This design comes from an exercise in tuning for small area, a short achievable clock period and few clock cycles per item on the open sky130 flow, not from production work.
Function was not checked in any run shown here: the RTL went through the layout flow alone.
Power and IR drop assume default switching activity.

==> flow/design.v, too long to show whole: its modules and the start of the top module <==
// module anvil_bus_mac: 1059 lines
module anvil_bus_mac (
    input  wire        clk,
    input  wire        rst,
    input  wire        in_valid,
    output wire        in_ready,
    input  wire [39:0] in_sample,    
    input  wire [23:0] in_gain,      
    input  wire        in_last,
    output reg         out_valid,
    input  wire        out_ready,
    output reg  [39:0] out_value,    
    output reg         out_clip
);
  // ...
==> flow/run.sh <==
#!/bin/bash
# synth_recipe.tcl (not shown) runs the flow's synth.tcl, then flattens the netlist and writes it again
# the make line also repeats each setting of config.mk as NAME=value (left out here)
make -C /OpenROAD-flow-scripts/flow DESIGN_CONFIG=/design/flow/config.mk WORK_HOME=/design/flow/orfs CLKGATE_MAP_FILE= SYNTH_SCRIPT=/design/flow/synth_recipe.tcl finish
==> flow/config.mk <==
export PLATFORM = sky130hd
export DESIGN_NAME = anvil_bus_mac
export DESIGN_NICKNAME = anvil_bus_mac
export VERILOG_FILES = /design/flow/design.v
export SDC_FILE = /design/flow/constraint.sdc
export NUM_CORES = 4
export LEC_CHECK = 0
export ABC_CLOCK_PERIOD_IN_PS = 4500
export CAP_MARGIN = 20
export CORE_MARGIN = 2
export CORE_UTILIZATION = 40
export PLACE_DENSITY = 0.6
export SLEW_MARGIN = 20
==> flow/constraint.sdc <==
create_clock -name core_clock -period 18.0 [get_ports {clk}]
set_input_delay 3.6000 -clock core_clock [delete_from_list [all_inputs] [get_ports {clk}]]
set_output_delay 3.6000 -clock core_clock [all_outputs]
set_load 0.01 [all_outputs]
==> impl_metrics.py, run 1 <==
metrics = {
    "power": {
        "pg_comb_uw": 5840,
    },
    "grt": {
        "grt_start_max_net_pins": 184,
        "global_route_wire_length_before_repair_mm": 237,
    },
    "clock_network": {
        "tritoncts_clock_tree": "yes",
        "ctsHoldBuffers": 0,
        "clockRootBuffer": "sky130_fd_sc_hd__clkbuf_16",
        "cts_inserted_buffers": 35,
    },
    "worst_hold_path": {
        "worstHoldPathCells": 2,
    },
    "final_layout": {
        "layout_commonest_cell": "sky130_fd_sc_hd__nand2_1",
        "register_ranked_first_by_flip_flop_count": "acc",
        "layout.cells.largest_class": "multi-input combinational cells",
        "layout_common_cells": "sky130_fd_sc_hd__nand2_1, sky130_fd_sc_hd__a21oi_1, sky130_fd_sc_hd__nor2_1",
    },
    "yosys": {
        "synth_compound_gate_area_share": 0.297,
        "post_synth_fa_ha_maj_area_fraction": 0.286,
        "synth_enable_flop_cells": 194,
        "synth_cell_types": 82,
    },
    "sta": {
        "final.setup_skew_ps": 51.6,
        "final-setup-viol-count": 0,
    },
    "run_status": {
        "run_status": "complete, no violations",
    },
    "critical_path": {
        "critical_path_required_ps": 18310,
        "path_depth": 24,
        "worst_r2r_endpoint": "out_value[5]",
        "worst-setup-path-type": "reg -> reg",
    },
    "floorplanning": {
        "initial_util": 0.403,
        "coreArea_um2": 105000,
    },
}
==> inputs of run 2 (changes only) <==
--- a/flow/design.v
+++ b/flow/design.v
@@ -8,65 +8,57 @@
     input  wire        in_last,
     output reg         out_valid,
     input  wire        out_ready,
     output reg  [39:0] out_value,    
     output reg         out_clip
 );
     localparam [39:0] MAX40 = 40'h7F_FFFF_FFFF;
     localparam [39:0] MIN40 = 40'h80_0000_0000;
-    reg en;                       
-    assign in_ready = en;
+    reg en, ei, rdy;
+    assign in_ready = rdy;
+    wire [24:0] gx = {in_gain, 1'b0};
+    wire [11:0] dneg, done_, dtwo;
+    genvar j;
+    generate for (j = 0; j < 12; j = j + 1) begin : g_booth
+        wire b2 = gx[2*j+2], b1 = gx[2*j+1], b0 = gx[2*j];
+        assign dneg[j]  = b2;
+        assign done_[j] = b1 ^ b0;
+        assign dtwo[j]  = (b2 & ~b1 & ~b0) | (~b2 & b1 & b0);
+    end endgenerate
+    wire in_pneg = (in_sample[39] ^ in_gain[23]) & (|in_sample) & (|in_gain);
     reg [39:0] s_r;
-    reg [23:0] g_r;
+    reg [11:0] bneg, bone, btwo;
+    reg        pneg;
     reg        i_v, i_l;
     always @(posedge clk) begin
-        if (en) begin
-            s_r <= in_sample;
-            g_r <= in_gain;
-            i_l <= in_last;
+        if (ei) begin
+            s_r  <= in_sample;
+            bneg <= dneg;
+            bone <= done_;
+            btwo <= dtwo;
+            pneg <= in_pneg;
+            i_l  <= in_last;
         end
-        if (rst)     i_v <= 1'b0;
-        else if (en) i_v <= in_valid;
+        if (rst)      i_v <= 1'b0;
+        else if (rdy) i_v <= in_valid;
     end
-    wire [11:0] bneg, bone, btwo;
-    wire [24:0] gx = {g_r, 1'b0};
-    genvar j;
-    generate for (j = 0; j < 12; j = j + 1) begin : g_booth
-        wire b2 = gx[2*j+2], b1 = gx[2*j+1], b0 = gx[2*j];
-        assign bneg[j] = b2;
-        assign bone[j] = b1 ^ b0;
-        assign btwo[j] = (b2 & ~b1 & ~b0) | (~b2 & b1 & b0);
-    end endgenerate
     wire [42:0] sx = {{2{s_r[39]}}, s_r, 1'b0};
-    wire [41:0] pp0;
-    wire [41:0] pp1;
-    wire [41:0] pp2;
-    wire [41:0] pp3;
-    wire [41:0] pp4;
-    wire [41:0] pp5;
-    wire [41:0] pp6;
-    wire [41:0] pp7;
-    wire [41:0] pp8;
-    wire [41:0] pp9;
-    wire [41:0] pp10;
-    wire [41:0] pp11;
-    assign pp0 = (({42{bone[0]}} & sx[42:1]) | ({42{btwo[0]}} & sx[41:0])) ^ {42{bneg[0]}};
-    assign pp1 = (({42{bone[1]}} & sx[42:1]) | ({42{btwo[1]}} & sx[41:0])) ^ {42{bneg[1]}};
-    assign pp2 = (({42{bone[2]}} & sx[42:1]) | ({42{btwo[2]}} & sx[41:0])) ^ {42{bneg[2]}};
-    assign pp3 = (({42{bone[3]}} & sx[42:1]) | ({42{btwo[3]}} & sx[41:0])) ^ {42{bneg[3]}};
-    assign pp4 = (({42{bone[4]}} & sx[42:1]) | ({42{btwo[4]}} & sx[41:0])) ^ {42{bneg[4]}};
-    assign pp5 = (({42{bone[5]}} & sx[42:1]) | ({42{btwo[5]}} & sx[41:0])) ^ {42{bneg[5]}};
-    assign pp6 = (({42{bone[6]}} & sx[42:1]) | ({42{btwo[6]}} & sx[41:0])) ^ {42{bneg[6]}};
-    assign pp7 = (({42{bone[7]}} & sx[42:1]) | ({42{btwo[7]}} & sx[41:0])) ^ {42{bneg[7]}};
-    assign pp8 = (({42{bone[8]}} & sx[42:1]) | ({42{btwo[8]}} & sx[41:0])) ^ {42{bneg[8]}};
-    assign pp9 = (({42{bone[9]}} & sx[42:1]) | ({42{btwo[9]}} & sx[41:0])) ^ {42{bneg[9]}};
-    assign pp10 = (({42{bone[10]}} & sx[42:1]) | ({42{btwo[10]}} & sx[41:0])) ^ {42{bneg[10]}};
-    assign pp11 = (({42{bone[11]}} & sx[42:1]) | ({42{btwo[11]}} & sx[41:0])) ^ {42{bneg[11]}};
-    wire pneg = (s_r[39] ^ g_r[23]) & (|s_r) & (|g_r);
+    wire [41:0] pp0 = (({42{bone[0]}} & sx[42:1]) | ({42{btwo[0]}} & sx[41:0])) ^ {42{bneg[0]}};
+    wire [41:0] pp1 = (({42{bone[1]}} & sx[42:1]) | ({42{btwo[1]}} & sx[41:0])) ^ {42{bneg[1]}};
+    wire [41:0] pp2 = (({42{bone[2]}} & sx[42:1]) | ({42{btwo[2]}} & sx[41:0])) ^ {42{bneg[2]}};
+    wire [41:0] pp3 = (({42{bone[3]}} & sx[42:1]) | ({42{btwo[3]}} & sx[41:0])) ^ {42{bneg[3]}};
+    wire [41:0] pp4 = (({42{bone[4]}} & sx[42:1]) | ({42{btwo[4]}} & sx[41:0])) ^ {42{bneg[4]}};
+    wire [41:0] pp5 = (({42{bone[5]}} & sx[42:1]) | ({42{btwo[5]}} & sx[41:0])) ^ {42{bneg[5]}};
+    wire [41:0] pp6 = (({42{bone[6]}} & sx[42:1]) | ({42{btwo[6]}} & sx[41:0])) ^ {42{bneg[6]}};
+    wire [41:0] pp7 = (({42{bone[7]}} & sx[42:1]) | ({42{btwo[7]}} & sx[41:0])) ^ {42{bneg[7]}};
+    wire [41:0] pp8 = (({42{bone[8]}} & sx[42:1]) | ({42{btwo[8]}} & sx[41:0])) ^ {42{bneg[8]}};
+    wire [41:0] pp9 = (({42{bone[9]}} & sx[42:1]) | ({42{btwo[9]}} & sx[41:0])) ^ {42{bneg[9]}};
+    wire [41:0] pp10 = (({42{bone[10]}} & sx[42:1]) | ({42{btwo[10]}} & sx[41:0])) ^ {42{bneg[10]}};
+    wire [41:0] pp11 = (({42{bone[11]}} & sx[42:1]) | ({42{btwo[11]}} & sx[41:0])) ^ {42{bneg[11]}};
     wire f0s = ~(bneg[0] ^ ~pneg);
     wire f0c = bneg[0] | ~pneg;
     wire h0s = ~pp0[1];
     wire h0c = pp0[1];
     wire f1s = ~(bneg[1] ^ pp0[2]);
     wire f1c = bneg[1] | pp0[2];
     wire h1s = pp1[0] ^ h0c;
     wire h1c = pp1[0] & h0c;
@@ -999,61 +991,80 @@
     wire h48s = f418s ^ f416c;
     wire h48c = f418s & f416c;
     wire f419s = ~pp10[41] ^ pp11[39] ^ f418c;
     wire f419c = (~pp10[41] & pp11[39]) | (~pp10[41] & f418c) | (pp11[39] & f418c);
     wire h49s = ~pp11[40];
     wire h49c = pp11[40];
     wire [63:0] rs = {~pp11[41], f419c, h48c, f417c, h47c, f413c, h46c, f407c, h45c, f399c, h44c, f389c, h43c, f377c, h42c, f363c, h41c, f347c, h40c, f329c, h39c, f309c, h38c, h37c, h36c, h35c, h34c, h33c, h32c, h31c, h30c, h29c, h28c, h27c, h26c, h25c, h24c, h23c, h22c, h21c, h20c, h19c, h18c, f90c, h17c, h16c, f72s, h14c, h13c, h12c, h11c, h10c, h9c, h8c, h7c, h6c, f12s, f9s, f6s, f4s, f2s, f1s, f0c, pp0[0]};
     wire [63:0] rc = {h49c, h49s, f419s, h48s, f417s, h47s, f413s, h46s, f407s, h45s, f399s, h44s, f389s, h43s, f377s, h42s, f363s, h41s, f347s, h40s, f329s, h39s, f309s, h38s, h37s, h36s, h35s, h34s, h33s, h32s, h31s, h30s, h29s, h28s, h27s, h26s, h25s, h24s, h23s, h22s, h21s, h20s, h19s, h18s, f90s, h17s, h16s, h15s, h14s, h13s, h12s, h11s, h10s, h9s, h8s, h7s, h6s, h5s, h4s, h3s, h2s, h1s, h0s, f0s};
-    wire [20:0] lowsum = {1'b0, rs[19:0]} + {1'b0, rc[19:0]};
-    reg [43:0] m_s, m_c;
+    wire [14:0] lowsum = {1'b0, rs[13:0]} + {1'b0, rc[13:0]};
+    reg [49:0] m_s, m_c;
     reg        m_k;
     reg        m_v, m_l;
     always @(posedge clk) begin
         if (en) begin
-            m_s <= rs[63:20];
-            m_c <= rc[63:20];
-            m_k <= lowsum[20];
+            m_s <= rs[63:14];
+            m_c <= rc[63:14];
+            m_k <= lowsum[14];
             m_l <= i_l;
         end
         if (rst)     m_v <= 1'b0;
         else if (en) m_v <= i_v;
     end
-    wire [43:0] prnd = m_s + m_c + {43'd0, m_k};    
-    wire        t_ovf  = ~(&prnd[43:39]) & (|prnd[43:39]);
-    wire [39:0] term   = t_ovf ? (prnd[43] ? MIN40 : MAX40) : prnd[39:0];
+    wire [49:0] rsum = m_s + m_c + {49'd0, m_k};
+    wire [43:0] prnd = rsum[49:6];      
+    wire        t_ovf = ~(&prnd[43:39]) & (|prnd[43:39]);
+    wire [39:0] term  = t_ovf ? (prnd[43] ? MIN40 : MAX40) : prnd[39:0];
+    reg  [39:0] r_t;
+    reg         r_c;
+    reg         r_v, r_l;
+    always @(posedge clk) begin
+        if (en) begin
+            r_t <= term;
+            r_c <= t_ovf;
+            r_l <= m_l;
+        end
+        if (rst)     r_v <= 1'b0;
+        else if (en) r_v <= m_v;
+    end
     reg  [45:0] acc;
     reg         acc_clip;
-    wire [45:0] sum    = acc + {{6{term[39]}}, term};
-    wire        s_ovf  = ~(&sum[45:39]) & (|sum[45:39]);
+    wire [45:0] sum     = acc + {{6{r_t[39]}}, r_t};
+    wire        s_ovf   = ~(&sum[45:39]) & (|sum[45:39]);
     wire [39:0] sum_sat = s_ovf ? (sum[45] ? MIN40 : MAX40) : sum[39:0];
-    wire take   = en & m_v;
-    wire done   = take & m_l;
-    wire drain  = out_valid & out_ready;
-    wire ov_nxt = done | (out_valid & ~out_ready);
+    wire take   = en & r_v;
+    wire fin    = take & r_l;
+    wire ov_nxt = fin | (out_valid & ~out_ready);
+    wire rv_nxt = en ? m_v : r_v;
+    wire rl_nxt = en ? m_l : r_l;
+    wire iv_nxt = rdy ? in_valid : i_v;
     wire mv_nxt = en ? i_v : m_v;
-    wire ml_nxt = en ? i_l : m_l;
+    wire en_nxt = ~(ov_nxt & rv_nxt & rl_nxt);
     always @(posedge clk) begin
         if (rst) begin
             acc       <= 46'd0;
             acc_clip  <= 1'b0;
             out_valid <= 1'b0;
             en        <= 1'b1;
+            ei        <= 1'b1;
+            rdy       <= 1'b1;
         end else begin
             out_valid <= ov_nxt;
-            en        <= ~(ov_nxt & mv_nxt & ml_nxt);
+            en        <= en_nxt;
+            ei        <= en_nxt | ~iv_nxt;
+            rdy       <= en_nxt | (~iv_nxt & ~mv_nxt);
             if (take) begin
-                if (m_l) begin
+                if (r_l) begin
                     acc      <= 46'd0;
                     acc_clip <= 1'b0;
                 end else begin
                     acc      <= sum;
-                    acc_clip <= acc_clip | t_ovf;
+                    acc_clip <= acc_clip | r_c;
                 end
             end
         end
-        if (done) begin
+        if (fin) begin
             out_value <= sum_sat;
-            out_clip  <= acc_clip | t_ovf | s_ovf;
+            out_clip  <= acc_clip | r_c | s_ovf;
         end
     end
 endmodule
==> flow/config.mk (replaced) <==
export PLATFORM = sky130hd
export DESIGN_NAME = anvil_bus_mac
export DESIGN_NICKNAME = anvil_bus_mac
export VERILOG_FILES = /design/flow/design.v
export SDC_FILE = /design/flow/constraint.sdc
export NUM_CORES = 4
export LEC_CHECK = 0
export ABC_AREA = 1
export CAP_MARGIN = 20
export CORE_MARGIN = 2
export CORE_UTILIZATION = 40
export PLACE_DENSITY = 0.6
export SLEW_MARGIN = 20
==> impl_metrics.py, run 2 <==
metrics = {
    "clock_network": {
        "clock_sink_count": 316,
        "path_clk_slew_ps": 50,
        "ctsHoldBuffers": 0,
        "cts_inserted_buffers": 38,
        "clockRootBuffer": "sky130_fd_sc_hd__clkbuf_16",
        "tritoncts_clock_tree": "yes",
        "insertion_delay_ps": 590,
        "clockBufferDepth": 3,
        "cts.repair.resized": 0,
        "htree_levels": 2,
        "postCtsSetupRepairBufs": 0,
    },
    "power": {
        "cellPowerDensity_nw_per_um2": 186,
        "switching_share": 0.482,
        "switchingPower_uw": 3620,
        "leakagePower_uw": 0.0187,
        "combinational_group_share_of_total_power": 0.700,
        "flop_pwr_share": 0.195,
        "vdd_ir_drop_max_uv": 108,
        "clkPwrFrac": 0.105,
        "intPower_uw": 3890,
    },
    "yosys": {
        "postSynthAreaPerCell_um2": 8.48,
        "syn_area_um2": 37000,
        "netlist_top_cells_count": "sky130_fd_sc_hd__nand2_1, sky130_fd_sc_hd__inv_1, sky130_fd_sc_hd__xor2_1",
        "synth-main-ff-cell": "sky130_fd_sc_hd__edfxtp_1",
        "synth.most_common_cell": "sky130_fd_sc_hd__nand2_1",
        "ys_top_cells_by_area": "sky130_fd_sc_hd__edfxtp_1, sky130_fd_sc_hd__fa_1, sky130_fd_sc_hd__xor2_1",
        "yosys.area.top_type_share": 0.212,
        "ys_seq_elements": 316,
        "ys_warn_count": 1,
        "async_sr_flop_fraction": 0,
        "syn-num-nets": 5013,
        "synthesis.instances": 4367,
        "synth_seq_area_share": 0.241,
        "yosysTopAreaCell": "sky130_fd_sc_hd__edfxtp_1",
        "synth_cell_types": 47,
        "synth_enable_flop_cells": 261,
    },
    "sta": {
        "final.setup_skew_ps": 20.1,
        "final-max-slew-violation-count": 0,
        "final_critical_path_share_of_the_clock_period": 0.313,
        "final-setup-viol-count": 0,
        "min_period_ps": 5640,
        "max_freq_ghz": 0.177,
        "worst-slew-pin-transition_ps": 1240,
        "final-hold-violation-count": 0,
        "total_negative_setup_slack_ps": 0,
        "fin_worst_hold_slack_ps": 427,
        "relSlewSlack": 0.169,
        "rsz0062_at_grt": "false",
    },
    "critical_path": {
        "critPathMaxStageDelay_ps": 860,
        "cp.arrival_ps": 5970,
        "cell_breakdown_of_the_critical_path": "clkinv_1, buf_4, xor2_1, fa_1, inv_1, fa_1, inv_1, fa_1, fa_1, fa_1, inv_1, ha_1",
        "path_max_fanout": 17,
        "timing.critical_path.max_delay_family": "adder cells",
        "timing.critical_path.to_type": "flip-flop",
        "worst_r2r_path_depth": 12,
        "timing.critical_path.from_type": "flip-flop",
        "critical_path.reg2reg.startpoint": "bneg[1]",
        "crit_path_frequent_cell": "sky130_fd_sc_hd__fa_1",
        "critical_path_required_ps": 18330,
        "worst_path_max_delay_cell": "sky130_fd_sc_hd__clkinv_1",
        "worst-setup-path-type": "reg -> reg",
        "worst_r2r_endpoint": "m_c[25]",
        "path_buf_inv": 5,
        "reg2reg_slack_ps": 12360,
    },
    "routing": {
        "drcViolationCount": 0,
        "route.final.wire_length_mm": 116,
        "antenna_violating_nets_left": 0,
        "drtPass1Iterations": 6,
        "vias": 30310,
        "drt-vias-per-instance": 5.47,
        "routedWlPerCell_um": 21.0,
        "dr.first_iter.drc_count": 2961,
    },
    "final_layout": {
        "layout_common_cells": "sky130_fd_sc_hd__nand2_1, sky130_fd_sc_hd__inv_1, sky130_fd_sc_hd__xor2_1",
        "synthToLayoutAreaGrowth_pct": 8.95,
        "n_antenna_cell": 0,
        "fraction_of_final_layout_cells_sized_beyond_drive_strength_1": 0.0457,
        "register_ranked_first_by_flip_flop_count": "m_c",
        "layout_commonest_cell": "sky130_fd_sc_hd__nand2_1",
        "largest_reg_flops": 50,
        "final_nets": 4967,
        "final_area_um2": 40300,
        "fillCellCount": 9147,
        "layout_top_registers": "m_c (50), m_s (49), acc (46)",
    },
    "place": {
        "gp_congestion": 0.932,
        "detailed_place_hpwl_mm": 80.9,
        "port_buffers": 111,
        "placed_area_um2": 39100,
    },
    "floorplanning": {
        "num_io_pins": 112,
        "die_h_um": 308,
        "coreArea_um2": 91700,
        "rows": 111,
        "die_width_um": 308,
        "die_area_um2": 95000,
        "initial_util": 0.404,
    },
    "grt": {
        "global_route_wire_length_before_repair_mm": 178,
        "gr-usage-met3": 0.0558,
        "grt_antenna_before_repair": 1,
        "vias_in_the_first_global_route": 30356,
        "global_route.usage.met2": 0.388,
        "grt_start_max_net_pins": 77,
        "global_route.usage.met1": 0.314,
        "grt-ovfl-total": 0,
        "grt.busiest_layer": "met2",
        "grt_util_all_layers": 0.243,
    },
    "job": {
        "max_cap_viol_count": 0,
    },
    "worst_hold_path": {
        "beginning_of_the_worst_hold_path": "i_l",
        "holdCritPathClass": "reg -> reg",
        "worstHoldPathCells": 0,
        "worstHoldEndpoint": "m_l",
    },
    "run_status": {
        "run_status": "complete, no violations",
    },
}
==> run 2: stage by stage <==
| step | power (µW) | utilization | cells | setup slack [ps] |
|---|---|---|---|---|
| floorplan | 5140 | - | 4367 | 11160 |
| global placement | 6560 | 0.426 | 5465 | 12400 |
| detailed placement | 6710 | 0.426 | 5466 | 12400 |
| CTS | 7540 | 0.440 | 5536 | 12460 |
| global route | 8430 | 0.440 | 5537 | 12220 |
| finish | 7500 | 0.440 | 5537 | 12360 |
==> run 2: kinds of logic after synthesis <==
group | after synthesis | share of synthesized area
AOI/OAI and AO/OA | 702 | 0.113
xor gates and xnor gates | 567 | 0.134
adders and majority gates | 577 | 0.274
buffers and inverters | 1026 | 0.105
DFF | 316 | 0.241
muxes | 10 | 0.00301
and+or+nand+nor | 1169 | 0.128
==> run 2: worst max-delay path by stage <==
stage | cells after the start | from | slack (ps) | end
3_3_place_gp | 5 | in_sample[29] | 12400 | pneg
4_1_cts | 12 | bneg[1] | 12460 | m_c[25]
3_5_place_dp | 5 | in_sample[29] | 12400 | pneg
6_report | 12 | bneg[1] | 12360 | m_c[25]
2_1_floorplan | 7 | en | 11160 | rdy
5_1_grt | 12 | bneg[1] | 12220 | m_c[25]
==> run 2: final cells by class <==
class | instances | area [µm²] | share of cell area
sequential | 316 | 8950 | 0.222
timing repair buffer | 170 | 1560 | 0.0388
multi-input combinational | 3025 | 24200 | 0.600
inverter | 770 | 2890 | 0.0717
clock inverter | 23 | 244 | 0.00605
clock buffer | 47 | 1020 | 0.0252
tap | 1186 | 1480 | 0.0368
==> run 2: power groups by stage <==
stage / combinational [µW] / sequential, µW / clock (µW)
4_1_cts: 5260 / 1470 / 815
5_1_grt: 6110 / 1480 / 838
3_3_place_gp: 5080 / 1480 / 0
2_1_floorplan: 3700 / 1440 / 0
3_5_place_dp: 5230 / 1480 / 0
6_report: 5250 / 1470 / 789
==> run 2: layer usage <==
layer	share of wire	vias to the layer above
met1	0.41	14319
met2	0.44	1639
met3	0.10	404
li1	-	13948
met5	0	-
met4	0.052	0
==> inputs of run 3 (changes only) <==
--- a/flow/config.mk
+++ b/flow/config.mk
@@ -10,4 +10,4 @@
 export CORE_MARGIN = 2
 export CORE_UTILIZATION = 40
 export PLACE_DENSITY = 0.6
-export SLEW_MARGIN = 20
+export SLEW_MARGIN = 60
==> impl_metrics.py, run 3 <==
metrics = {
    "routing": {
        "route.final.wire_length_mm": 117,
        "routedWlPerCell_um": 21.0,
        "vias": 30433,
        "dr.first_iter.drc_count": 3000,
        "drt-vias-per-instance": 5.49,
        "antenna_violating_nets_left": 0,
        "drtPass1Iterations": 6,
        "drcViolationCount": 0,
    },
    "sta": {
        "final-hold-violation-count": 0,
        "min_period_ps": 5070,
        "final-setup-viol-count": 0,
        "worst-slew-pin-transition_ps": 642,
        "final.setup_skew_ps": 31.0,
        "final-max-slew-violation-count": 0,
        "max_freq_ghz": 0.197,
        "total_negative_setup_slack_ps": 0,
        "final_critical_path_share_of_the_clock_period": 0.282,
        "rsz0062_at_grt": "false",
        "relSlewSlack": 0.572,
    },
    "floorplanning": {
        "num_io_pins": 112,
        "die_area_um2": 95000,
        "die_h_um": 308,
        "initial_util": 0.404,
        "coreArea_um2": 91700,
        "die_width_um": 308,
        "rows": 111,
    },
    "yosys": {
        "synthSimpleGateAreaFrac": 0.128,
        "synth.most_common_cell": "sky130_fd_sc_hd__nand2_1",
        "synth_xor_xnor_area_share": 0.134,
        "synth_seq_area_share": 0.241,
        "synth_compound_gate_area_share": 0.113,
        "ys_seq_elements": 316,
        "ys_top_cells_by_area": "sky130_fd_sc_hd__edfxtp_1, sky130_fd_sc_hd__fa_1, sky130_fd_sc_hd__xor2_1",
        "netlist_top_cells_count": "sky130_fd_sc_hd__nand2_1, sky130_fd_sc_hd__inv_1, sky130_fd_sc_hd__xor2_1",
        "syn_area_um2": 37000,
        "async_sr_flop_fraction": 0,
        "yosys.area.top_type_share": 0.212,
        "ys_warn_count": 1,
        "post_synth_fa_ha_maj_area_fraction": 0.274,
        "multiplexer_area_fraction_after_synthesis": 0.00301,
        "synthesis.instances": 4367,
        "largest_family_of_logic_cells_by_synthesized_area": "adder cells",
        "yosysTopAreaCell": "sky130_fd_sc_hd__edfxtp_1",
        "postSynthAreaPerCell_um2": 8.48,
        "synth_enable_flop_cells": 261,
        "syn-num-nets": 5013,
        "synth_cell_types": 47,
        "synth-main-ff-cell": "sky130_fd_sc_hd__edfxtp_1",
    },
    "power": {
        "vdd_ir_drop_max_uv": 107,
        "leakagePower_uw": 0.0188,
        "cellPowerDensity_nw_per_um2": 185,
        "power.total_uw": 7550,
    },
    "final_layout": {
        "layout_common_cells": "sky130_fd_sc_hd__nand2_1, sky130_fd_sc_hd__inv_1, sky130_fd_sc_hd__xor2_1",
        "layout_commonest_cell": "sky130_fd_sc_hd__nand2_1",
        "final_nets": 4975,
        "synthToLayoutAreaGrowth_pct": 10.0,
        "finish.utilization": 0.444,
        "layout_top_registers": "m_c (50), m_s (49), acc (46)",
        "largest_reg_flops": 50,
        "final_area_um2": 40700,
        "instances_no_fill": 5545,
        "register_ranked_first_by_flip_flop_count": "m_c",
        "fraction_of_final_layout_cells_sized_beyond_drive_strength_1": 0.0528,
    },
    "critical_path": {
        "cp.arrival_ps": 1470,
        "timing.critical_path.from_type": "flip-flop",
        "critical_path_required_ps": 14400,
        "critPathMaxStageDelay_ps": 540,
        "path_buf_inv": 1,
        "worst_path_max_delay_cell": "sky130_fd_sc_hd__clkdlybuf4s50_1",
        "timing.critical_path.to_type": "output port",
        "worst-setup-path-type": "reg -> out",
        "path_max_fanout": 3,
        "reg2reg_slack_ps": 13110,
        "cell_breakdown_of_the_critical_path": "clkdlybuf4s50_1",
        "timing.critical_path.max_delay_family": "buffers and inverters",
    },
    "clock_network": {
        "path_clk_slew_ps": 50,
        "tritoncts_clock_tree": "yes",
        "clock_sink_count": 316,
        "insertion_delay_ps": 600,
        "cts_inserted_buffers": 38,
        "ctsHoldBuffers": 0,
        "cts.repair.resized": 0,
        "htree_levels": 2,
        "clockRootBuffer": "sky130_fd_sc_hd__clkbuf_16",
        "clockBufferDepth": 3,
        "postCtsSetupRepairBufs": 0,
    },
    "grt": {
        "vias_in_the_first_global_route": 30798,
        "grt-ovfl-total": 0,
        "grt_start_max_net_pins": 74,
        "grt_antenna_before_repair": 1,
        "global_route_wire_length_before_repair_mm": 179,
        "grt_util_all_layers": 0.244,
    },
    "place": {
        "number_of_placed_instances_taps_included": 5471,
        "detailed_place_hpwl_mm": 80.9,
        "placed_area_um2": 39300,
        "port_buffers": 111,
        "gp_congestion": 0.932,
    },
    "job": {
        "max_cap_viol_count": 0,
    },
    "run_status": {
        "run_status": "complete, no violations",
    },
    "worst_hold_path": {
        "holdCritPathClass": "reg -> reg",
    },
}
[run 3: cell counts after synthesis]
Identical to the previous run, type by type.
[run 3: metrics by stage]
step	hold WS [ps]	worst slack, ps
final	423	12930
after global routing	442	12860
after CTS	419	12870
after detailed placement	406	12440
after global placement	404	12400
after floorplan	400	11160
[run 3: worst paths after layout]
kind           start        to  cells past startpoint
max              rdy  in_ready                      1
min reg2reg      i_l       m_l                      0
min              i_l       m_l                      0
max reg2reg  bone[3]   m_c[27]                     13
[run 3: area by class of cell]
class	count	area (µm²)
clock buffers	48	1010
multi-input cells	3025	24200
fillers	9045	50900
inverters	770	2980
well taps	1186	1480
flip-flops and latches	316	8950
diodes	1	2.50
clock inverters	21	312
repair buffers	178	1760
[run 3: logic make-up (layout without fill, tap and decap cells)]
logic type	after synthesis	after routing
simple gates	1169	1169
buf+inv	1026	1017
compound gates	702	702
fa+ha+maj	577	577
xor+xnor	567	567
flops	316	316
mux	10	10
other cells	0	1
[run 3: layer usage]
layer	vias up	part of all wire	routed length, µm	global-route usage
met5	-	0	0	0
met4	0	0.056	6480	0.115
met3	444	0.10	11900	0.0645
met2	1700	0.44	50900	0.385
met1	14317	0.41	47300	0.310
li1	13972	-	-	-
[run 3: power by group]
group / switching [µW] / internal (µW)
sequential: 78.6 / 1390
combinational: 3220 / 2050
clock: 323 / 501
==> inputs of run 4 (changes only) <==
--- a/flow/config.mk
+++ b/flow/config.mk
@@ -6,8 +6,8 @@
 export NUM_CORES = 4
 export LEC_CHECK = 0
 export ABC_AREA = 1
-export CAP_MARGIN = 20
+export CAP_MARGIN = 60
 export CORE_MARGIN = 2
 export CORE_UTILIZATION = 40
 export PLACE_DENSITY = 0.6
-export SLEW_MARGIN = 60
+export SLEW_MARGIN = 85
==> impl_metrics.py, run 4 <==
metrics = {
    "sta": {
        "final-max-slew-violation-count": 0,
        "final-setup-viol-count": 0,
        "fin_worst_hold_slack_ps": 425,
        "final-hold-violation-count": 0,
        "total_negative_setup_slack_ps": 0,
        "max_freq_ghz": 0.162,
        "relSlewSlack": 0.598,
        "final_critical_path_share_of_the_clock_period": 0.342,
        "worst-slew-pin-transition_ps": 604,
        "rsz0062_at_grt": "false",
        "final.setup_skew_ps": 62.9,
        "min_period_ps": 6160,
    },
    "grt": {
        "grt_antenna_before_repair": 2,
        "global_route.usage.met1": 0.345,
        "global_route_wire_length_before_repair_mm": 215,
        "grt-ovfl-total": 0,
        "gr-usage-met3": 0.107,
        "global_route.usage.met2": 0.465,
        "grt_start_max_net_pins": 32,
        "grt.busiest_layer": "met2",
        "vias_in_the_first_global_route": 35876,
        "grt_util_all_layers": 0.300,
    },
    "floorplanning": {
        "die_area_um2": 95000,
        "die_h_um": 308,
        "initial_util": 0.404,
        "coreArea_um2": 91700,
        "rows": 111,
        "die_width_um": 308,
        "num_io_pins": 112,
    },
    "final_layout": {
        "synthToLayoutAreaGrowth_pct": 45.5,
        "layout_common_cells": "sky130_fd_sc_hd__nand2_1, sky130_fd_sc_hd__inv_1, sky130_fd_sc_hd__fa_1",
        "largest_reg_flops": 50,
        "instances_no_fill": 5895,
        "final_nets": 5326,
        "finish.utilization": 0.587,
        "layout_commonest_cell": "sky130_fd_sc_hd__nand2_1",
        "register_ranked_first_by_flip_flop_count": "m_c",
        "layout_top_registers": "m_c (50), m_s (49), acc (46)",
        "fillCellCount": 6976,
        "n_antenna_cell": 0,
        "fraction_of_final_layout_cells_sized_beyond_drive_strength_1": 0.300,
    },
    "critical_path": {
        "worst-setup-path-type": "in -> reg",
        "worst_r2r_path_depth": 17,
        "timing.critical_path.to_type": "flip-flop",
        "cell_breakdown_of_the_critical_path": "clkdlybuf4s50_1, nor4_2, clkdlybuf4s50_1, clkdlybuf4s50_1, clkdlybuf4s50_1, buf_1, buf_1, buf_1, buf_1, buf_1, buf_1, a311oi_2",
        "reg2reg_slack_ps": 12180,
        "worst_path_max_delay_cell": "sky130_fd_sc_hd__clkdlybuf4s50_1",
        "path_buf_inv": 10,
        "critical_path_required_ps": 18390,
        "timing.critical_path.from_type": "input port",
        "timing.critical_path.max_delay_family": "buffers and inverters",
        "critPathMaxStageDelay_ps": 530,
        "path_max_fanout": 2,
        "critical_path.reg2reg.startpoint": "bneg[1]",
        "crit_path_frequent_cell": "sky130_fd_sc_hd__buf_1",
        "worst_r2r_endpoint": "m_c[18]",
        "cp.arrival_ps": 6550,
    },
    "yosys": {
        "synth-main-ff-cell": "sky130_fd_sc_hd__edfxtp_1",
        "async_sr_flop_fraction": 0,
        "yosys.area.top_type_share": 0.212,
        "synth.most_common_cell": "sky130_fd_sc_hd__nand2_1",
        "syn-num-nets": 5013,
        "yosysTopAreaCell": "sky130_fd_sc_hd__edfxtp_1",
        "synth_enable_flop_cells": 261,
        "synth_cell_types": 47,
        "synthesis.instances": 4367,
        "synth_seq_area_share": 0.241,
        "postSynthAreaPerCell_um2": 8.48,
        "netlist_top_cells_count": "sky130_fd_sc_hd__nand2_1, sky130_fd_sc_hd__inv_1, sky130_fd_sc_hd__xor2_1",
        "syn_area_um2": 37000,
        "ys_top_cells_by_area": "sky130_fd_sc_hd__edfxtp_1, sky130_fd_sc_hd__fa_1, sky130_fd_sc_hd__xor2_1",
        "ys_warn_count": 1,
        "ys_seq_elements": 316,
    },
    "job": {
        "max_cap_viol_count": 0,
    },
    "worst_hold_path": {
        "holdCritPathClass": "reg -> reg",
        "worstHoldPathCells": 0,
        "worstHoldEndpoint": "m_l",
        "beginning_of_the_worst_hold_path": "i_l",
    },
    "place": {
        "detailed_place_hpwl_mm": 109,
        "gp_congestion": 0.932,
        "number_of_placed_instances_taps_included": 5792,
        "port_buffers": 111,
    },
    "clock_network": {
        "insertion_delay_ps": 670,
        "cts.repair.resized": 0,
        "clockRootBuffer": "sky130_fd_sc_hd__clkbuf_16",
        "postCtsSetupRepairBufs": 0,
        "htree_levels": 2,
        "ctsHoldBuffers": 0,
        "tritoncts_clock_tree": "yes",
        "path_clk_slew_ps": 60,
        "clockBufferDepth": 3,
        "cts_inserted_buffers": 39,
        "clock_sink_count": 316,
    },
    "run_status": {
        "run_status": "complete, no violations",
    },
    "power": {
        "cellPowerDensity_nw_per_um2": 162,
        "vdd_ir_drop_max_uv": 110,
        "leakagePower_uw": 0.0230,
        "power.total_uw": 8730,
    },
    "routing": {
        "antenna_violating_nets_left": 0,
        "routedWlPerCell_um": 27.5,
        "drtPass1Iterations": 12,
        "drt-vias-per-instance": 5.99,
        "drcViolationCount": 0,
        "dr.first_iter.drc_count": 4297,
        "route.final.wire_length_mm": 162,
        "vias": 35332,
    },
}
-- run 4: per-layer routing --
metal / share of wire / up-vias
met4: 0.11 / 14
met2: 0.42 / 2921
li1: - / 14494
met1: 0.33 / 16574
met3: 0.14 / 1329
met5: 0.0013 / -
-- run 4: worst max-delay path by stage --
stage	endpoint	slack [ps]	from	cells past startpoint
floorplan	rdy	11160	en	7
global placement	pneg	12400	in_sample[29]	5
detailed placement	pneg	11260	in_sample[33]	12
CTS	pneg	11880	in_sample[33]	12
global route	pneg	11750	in_sample[33]	12
finish	pneg	11840	in_sample[33]	12
-- run 4: report_power, final --
part	switching, µW	internal [µW]	total (µW)
clock	354	471	825
combinational	3890	2550	6440
sequential	78.7	1390	1470
-- run 4: cell type report --
| class | instances | area, µm² | share of cell area |
|---|---|---|---|
| multi-input cells | 3025 | 31600 | 0.586 |
| inverters | 770 | 3190 | 0.0593 |
| clock buffers | 49 | 1080 | 0.0200 |
| flip-flops and latches | 316 | 8950 | 0.166 |
| clock inverters | 21 | 230 | 0.00428 |
| well taps | 1186 | 1480 | 0.0276 |
| repair buffers | 528 | 7340 | 0.136 |
-- run 4: metrics by stage --
step,cell area (µm²),setup slack [ps]
after CTS,51000,11880
after floorplan,37000,11160
after global routing,53800,11750
after detailed placement,49700,11260
final,53800,11840
after global placement,39000,12400
-- run 4: kinds of logic (layout without fill, tap and decap cells) --
family	Yosys count	in the layout	share of synthesized area
compound gates	702	702	0.113
xor+xnor	567	567	0.134
fa+ha+maj	577	577	0.274
buf+inv	1026	1368	0.105
flops	316	316	0.241
mux	10	10	0.00301
simple gates	1169	1169	0.128

static timing again, ports no longer ideal:
No port has a modelled driver above. Below, the same layouts with a new extraction and two added sets of constraints.
Step 1 sets driving cells, clkbuf_16 on the clock port and buf_2 on the other inputs (assumed; they add their load-dependent delay and slew).
Step 2 also shifts input and output timing later by t, the mid clock arrival at the registers, as if the neighbouring blocks saw the same clock.
Three values: ideal, step 1, step 2; two values: the first two.
run	shift t [ns]	slack for setup (ns)	worst hold slack (ns)	worst register clock-pin slew, ns	pins driven straight from the clock port
run 1	0.666	9.495 / 9.495 / 9.495	0.496 / 0.496 / 0.496	0.07 / 0.07	1
run 2	0.645	12.364 / 12.364 / 12.364	0.427 / 0.427 / 0.427	0.07 / 0.07	1
run 3	0.657	12.933 / 12.864 / 12.565	0.423 / 0.423 / 0.423	0.07 / 0.07	1
run 4	0.705	11.837 / 11.872 / 11.167	0.425 / 0.425 / 0.425	0.07 / 0.07	1
After both steps every run listed still meets setup and hold. For run 4, which loses most, drivers alone change the setup slack by +0.035 ns; drivers and shift together by -0.670 ns.
